Context: an optimization exercise on an open-source flow, tuned for small area, a short achievable clock period and few clock cycles per item. The choices shown serve that exercise and are no tape-out recipe. In this exercise RTL edits were held to simulation tests only and were not proved equivalent to the original.

==> flow/design.v, too long to show whole: its modules and the start of the top module <==
// module wire_model: 284 lines
// module wm_sq16: 324 lines
// module wm_benc16: 29 lines
// module wm_ssdiff: 982 lines
// module wm_bsmul33e: 847 lines
// module wm_bk32: 153 lines
// module wm_bk17: 80 lines
module wire_model (
    input  wire        clk,
    input  wire        rst,
    input  wire        cfg_we,
    input  wire [3:0]  cfg_ch,
    input  wire [15:0] cfg_k,
    input  wire [15:0] cfg_alpha,
    input  wire [15:0] cfg_tlim,
    input  wire        clr,
    input  wire [3:0]  clr_ch,
    input  wire        s_valid,
    output wire        s_ready,
    input  wire [3:0]  s_ch,
    input  wire [15:0] s_irms,
    input  wire [15:0] s_tref,
    output reg         r_valid,
    output reg  [3:0]  r_ch,
    output wire [31:0] r_dt,
    output reg  [16:0] r_temp,
    output reg         r_warn,
    output reg         r_latch,
    output reg         r_cool,
    output reg         r_trip
);
  // ...
==> flow/flow/run.sh <==
#!/bin/bash
# The standard layout (standard.sh: ORFS synthesis to finish), with two
# changes:
#  - ABC's area script (used with ABC_AREA=1) maps for area with "map -a"
#    after "dch -f"; everything else in the synthesis, and every register,
#    is as in the standard synthesis. The ORFS scripts are copied into
#    abcscripts/ with only abc_area.script replaced.
#  - the port buffers are plain sky130_fd_sc_hd__buf_2 cells instead of the
#    delay cell the resizer picks by default; every port still gets its own
#    buffer.
# make's full output goes to standard.log here; ORFS keeps each step's log
# under orfs/logs/.
set -euo pipefail
rm -rf abcscripts
cp -r "$FLOW_HOME/scripts" abcscripts
printf 'strash\ndch -f\nmap -a -B 0.9\ntopo\nstime -c\nbuffer -c\nupsize -c\ndnsize -c\n' > abcscripts/abc_area.script
export BUFFER_PORTS_ARGS="-buffer_cell sky130_fd_sc_hd__buf_2"
bash standard.sh SCRIPTS_DIR="$PWD/abcscripts" > standard.log 2>&1
==> flow/standard.sh <==
#!/bin/bash
# synth_recipe.tcl (not shown) runs the flow's synth.tcl, then flattens the netlist and writes it again
# the make line also repeats each setting of config.mk as NAME=value (left out here)
make -C /OpenROAD-flow-scripts/flow DESIGN_CONFIG=/design/flow/config.mk WORK_HOME=/design/flow/orfs CLKGATE_MAP_FILE= SYNTH_SCRIPT=/design/flow/synth_recipe.tcl "${@:-finish}"
==> flow/config.mk <==
export PLATFORM = sky130hd
export DESIGN_NAME = wire_model
export DESIGN_NICKNAME = wire_model
export VERILOG_FILES = /design/flow/design.v
export SDC_FILE = /design/flow/constraint.sdc
export NUM_CORES = 4
export LEC_CHECK = 0
export ABC_AREA = 1
export CAP_MARGIN = 20
export CORE_MARGIN = 2
export CORE_UTILIZATION = 65
export CTS_CLUSTER_DIAMETER = 80
export CTS_CLUSTER_SIZE = 26
export PLACE_DENSITY = 0.72
export SLEW_MARGIN = 20
==> flow/constraint.sdc <==
create_clock -name core_clock -period 33.0 [get_ports {clk}]
set_input_delay 6.6000 -clock core_clock [delete_from_list [all_inputs] [get_ports {clk}]]
set_output_delay 6.6000 -clock core_clock [all_outputs]
set_load 0.01 [all_outputs]
==> metrics.yaml, run 1 <==
worst_setup_path:
  arrival_ns: 8.68
  required_ns: 33.65
  crit_path_end: "cool[3]"
  end_kind: "register"
  slowest_stage: "o21ai_0"
  startpoint_type: "register"
  r2r-end: "cool[3]"
  critical_path_class: "register to register"
  crit_family: "compound AO/OA/AOI/OAI gates"
synthesis:
  synth_most_common_cell: "dfxtp_1"
  muxShareOfSynthArea: 0.000503
  synth_seq_area_share: 0.450
  synthArstFlopShare: 0
  syn_inst: 8965
  netlist_area_um2: 84600
  yosys.area_share.adder: 0.187
routing:
  postRouteAntennaNets: 0
  num_vias: 60500
  route.detailed.drc: 0
  viasPerCell: 5.72
global_routing:
  gr-usage-met3: 0.0516
  antenna_found_initial: 4
cells_and_area:
  clock_buffers: 122
  area_growth_pct: 5.63
  multi_input_area_share: 0.450
  drive_above_1_share: 0.0480
hold_path:
  holdPathStages: 0
  min_to: "rd[10][14]"
floorplanning:
  die_h_um: 365
timing:
  finalClockSkew_ns: 0.0361
  hold_viol: 0
  period_share: 0.243
  rsz0062_at_grt: "false"
  fin_crit_ns: 8.03
placed_design:
  dp.cells: 10400
  io_buffers: 155
clock_tree:
  cts_made_buffers: 92
run_status:
  run_status: "timing/DRC/antenna clean"
Testbench counts, summed over its fixed seeds: cycles 16,424, samples 16,384.
==> run 2, diff against run 1 <==
==> flow/flow/run.sh (replaced) <==
#!/bin/bash
# The standard layout (standard.sh: ORFS synthesis to finish), with one
# change: the port buffers are plain sky130_fd_sc_hd__buf_2 cells instead of
# the delay cell the resizer picks by default. Every port still gets its own
# buffer. make's full output goes to standard.log here; ORFS keeps each
# step's log under orfs/logs/.
set -euo pipefail
export BUFFER_PORTS_ARGS="-buffer_cell sky130_fd_sc_hd__buf_2"
bash standard.sh > standard.log 2>&1
==> run 2 against run 1 <==
Against the previous run: setup slack better by 0.21 ns; final area is 1.5% higher; critical endpoint is now r_dt[8].
==> metrics.yaml, run 2 <==
run_status:
  run_status: "timing/DRC/antenna clean"  # unchanged
worst_setup_path:
  arrival_ns: 1.22  # was 8.68 ns
  crit_family: "flip-flops"  # was compound AO/OA/AOI/OAI gates
  required_ns: 26.40  # was 33.65 ns
  rr_worst_depth: 25  # was 34
  path_buf_inv: 1  # was 5
  max_stage_delay_ns: 0.34  # was 0.82 ns
  reg2reg_slack_ns: 25.66  # was 24.97 ns
  startpoint_type: "register"  # unchanged
  r2r-end: "c_diff[32]"  # was cool[3]
  critical_path_class: "register to output pin"  # was register to register
  end_kind: "output pin"  # was register
  slowest_stage: "dfxtp_1"  # was o21ai_0
  critPathMaxFanout: 1  # was 4
  r2r-start: "b_kenc[5]"  # was rd[3][6]
  cp_cell_sequence: "buf_2"
cells_and_area:
  top_register: "rd"  # unchanged
  final_nets: 10200  # was 9798
  antennaDiodeCount: 0  # was 1
  drive_above_1_share: 0.0455  # was 0.0480
  largest_reg_flops: 512  # unchanged
  utilization: 0.688  # was 0.691
  area_growth_pct: 4.94  # was 5.63%
  layout_common_cells: "1766 x dfxtp_1, 1678 x nand2_1, 1270 x inv_1, 861 x o21ai_0, 596 x xor2_1"  # was 1768 x dfxtp_1, 1203 x inv_1, 1162 x nand2_1, 948 x o21ai_0, 633 x xor2_1
  final_common_cell: "dfxtp_1"  # unchanged
clock_tree:
  cts_root_buf: "clkbuf_16"  # unchanged
  clock_latency_ns: 0.76  # was 0.73 ns
  ctsResizeCount: 0  # unchanged
  htreeDepth: 3  # unchanged
  cts_tree: "done"  # unchanged
  hold_buffers: 0  # unchanged
  post_cts_buffers: 0  # unchanged
  cts.path.max_buffers: 3  # unchanged
  cts_made_buffers: 91  # was 92
  clkSinkCount: 1857  # unchanged
  path_clk_slew_ns: 0.10  # about the same
synthesis:
  post-synth-top-area-cell: "dfxtp_1"  # unchanged
  netlist_area_um2: 86400  # was 84600 um2
  ys_top_cells_by_area: "dfxtp_1 41%, fa_1 13%, nand2_1 7.3%, xor2_1 6.0%, inv_1 5.5%"  # was dfxtp_1 42%, fa_1 14%, xor2_1 6.6%, o21ai_0 5.6%, inv_1 5.3%
  synthTopCellsByCount: "1769 x dfxtp_1, 1684 x nand2_1, 1274 x inv_1"  # was 1769 x dfxtp_1, 1205 x inv_1, 1178 x nand2_1
  synth_edf_count: 88  # unchanged
  yosys_warnings: 5  # unchanged
  synth_nets: 10400  # was 9980
  syn_inst: 9367  # was 8965
  syn_avg_cell_area_um2: 9.23  # was 9.43 um2
  ys_ff_latch: 1857  # unchanged
  ys.flop_type: "dfxtp_1"  # unchanged
  synth_seq_area_share: 0.440  # was 0.450
  synth_top_cell_area_share: 0.410  # was 0.419
  synth_cell_types: 66  # was 69
  synthArstFlopShare: 0  # unchanged
  synth_most_common_cell: "dfxtp_1"  # unchanged
timing:
  hold_viol: 0  # unchanged
  worst_pin_slew_ns: 1.15  # was 1.10 ns
  setup_violations: 0  # unchanged
  rsz0062_at_grt: "false"  # unchanged
  finalClockSkew_ns: 0.0406  # was 0.0361 ns
  fmax_mhz: 128  # was 125 MHz
  tns_ns: 0  # unchanged
  fin_crit_ns: 7.82  # was 8.03 ns
  max-slew-margin-rel: 0.233  # was 0.260
  drv_slew: 0  # unchanged
  period_share: 0.237  # was 0.243
hold_path:
  hold_path_class: "register to register"  # unchanged
  holdPathStages: 0  # unchanged
  min_to: "c_aenc[0]"  # was rd[10][14]
  hold_start: "b_aenc[0]"  # was rd[9][14]
global_routing:
  antenna_found_initial: 3  # was 4
  grt_max_degree: 98  # unchanged
  grt_remaining_overflow: 0  # unchanged
  grt_pass1_wl_um: 352000  # was 339000 um
  grt_pass1_vias: 61700  # was 59.3k
  grtUsageTotal: 0.333  # was 0.329
routing:
  postRouteAntennaNets: 0  # unchanged
  wl_per_cell_um: 20.7  # was 20.6 um
  drt-total-wl_um: 227000  # was 218000 um
  num_vias: 62600  # was 60.5k
  route.detailed.drc: 0  # unchanged
  drt_iter0_drc: 6682  # was 5780
  viasPerCell: 5.70  # was 5.72
  drt-pass1-iter-count: 8  # was 6
floorplanning:
  core_um2: 132000  # was 129000 um2
  start_util: 0.656  # was 0.654
  rows: 133  # was 132
  fp.dieArea_um2: 136000  # was 133000 um2
  die_h_um: 369  # was 365 um
  pin_count: 156  # unchanged
  dieWidth_um: 369  # was 365 um
placed_design:
  gp_congestion: 0.986  # was 0.976
  dp_hpwl_um: 158000  # was 150000 um
  io_buffers: 155  # unchanged
flow_run:
  max_cap_violations: 0  # unchanged
==> run 2: cells by family after synthesis <==
family,count (synthesis),share of synthesized area
AO/OA/AOI/OAI,1882,0.122
AND/OR/NAND/NOR,2224,0.103
buffers and inverters,1811,0.0827
XOR/XNOR,672,0.0681
multiplexers,3,0.000376
flip-flops,1857,0.440
adder cells (fa/ha/maj),918,0.183
==> run 2: worst max path at each step <==
stage	start	to	slack (ns)	cells past startpoint
after floorplan	s_valid	rdy	25.61	7
after global placement	s_valid	rdy	25.36	8
final	r_dtq[8]	r_dt[8]	25.18	1
after CTS	r_dtq[8]	r_dt[8]	25.13	1
after detailed placement	s_valid	rdy	25.39	8
after global routing	rdy	s_ready	25.14	1
==> run 2: area by class of cell <==
type	count	area [um2]
clock inverter	25	468
sequential	1857	38100
clock buffer	122	2470
multi-input combinational	5699	41300
timing repair buffer	221	1290
fill	10500	41100
tap	1755	2200
inverter	1298	4870
==> run 2: metrics by stage <==
stage | instances | worst slack [ns] | instance area [um2] | hold WS, ns
after global placement | 10800 | 25.36 | 87700 | 0.310
after global routing | 11000 | 25.14 | 90700 | 0.328
after detailed placement | 10800 | 25.39 | 87700 | 0.312
after CTS | 11000 | 25.13 | 90600 | 0.319
final | 11000 | 25.18 | 90700 | 0.322
after floorplan | 9367 | 25.61 | 86400 | 0.310
==> run 2: layer usage <==
metal	global-route usage	wire (um)
met2	0.511	99900
met1	0.453	96300
met3	0.0827	21800
met4	0.131	9390
met5	0	27

## re-timing with driven ports
The flow's constraints put no driver on any port. The routed layouts listed below were extracted and timed again, unchanged, in two steps.
Step 1 assumes that a clkbuf_16 drives the clock port and a buf_2 every other input.
Step 2 moves the port delays by t, midway between the first and last clock arrival at a register: inputs arrive t later, outputs are due t later. That takes back most of the time a late clock gives input paths.
a / b / c = no drivers / after step 1 / after step 2; a / b = the first two.
run | shift t [ns] | setup WS [ns] | worst setup path after step 2 | clock arrival spread, ns | worst data-port slew with drivers (ns)
run 1 | 0.794 | 24.971 / 24.948 / 24.971 | register to register | 0.036 / 0.037 | 0.06
run 2 | 0.813 | 25.177 / 25.099 / 25.376 | input to register | 0.043 / 0.042 | 0.05
After both steps setup and hold are still met in every run listed.
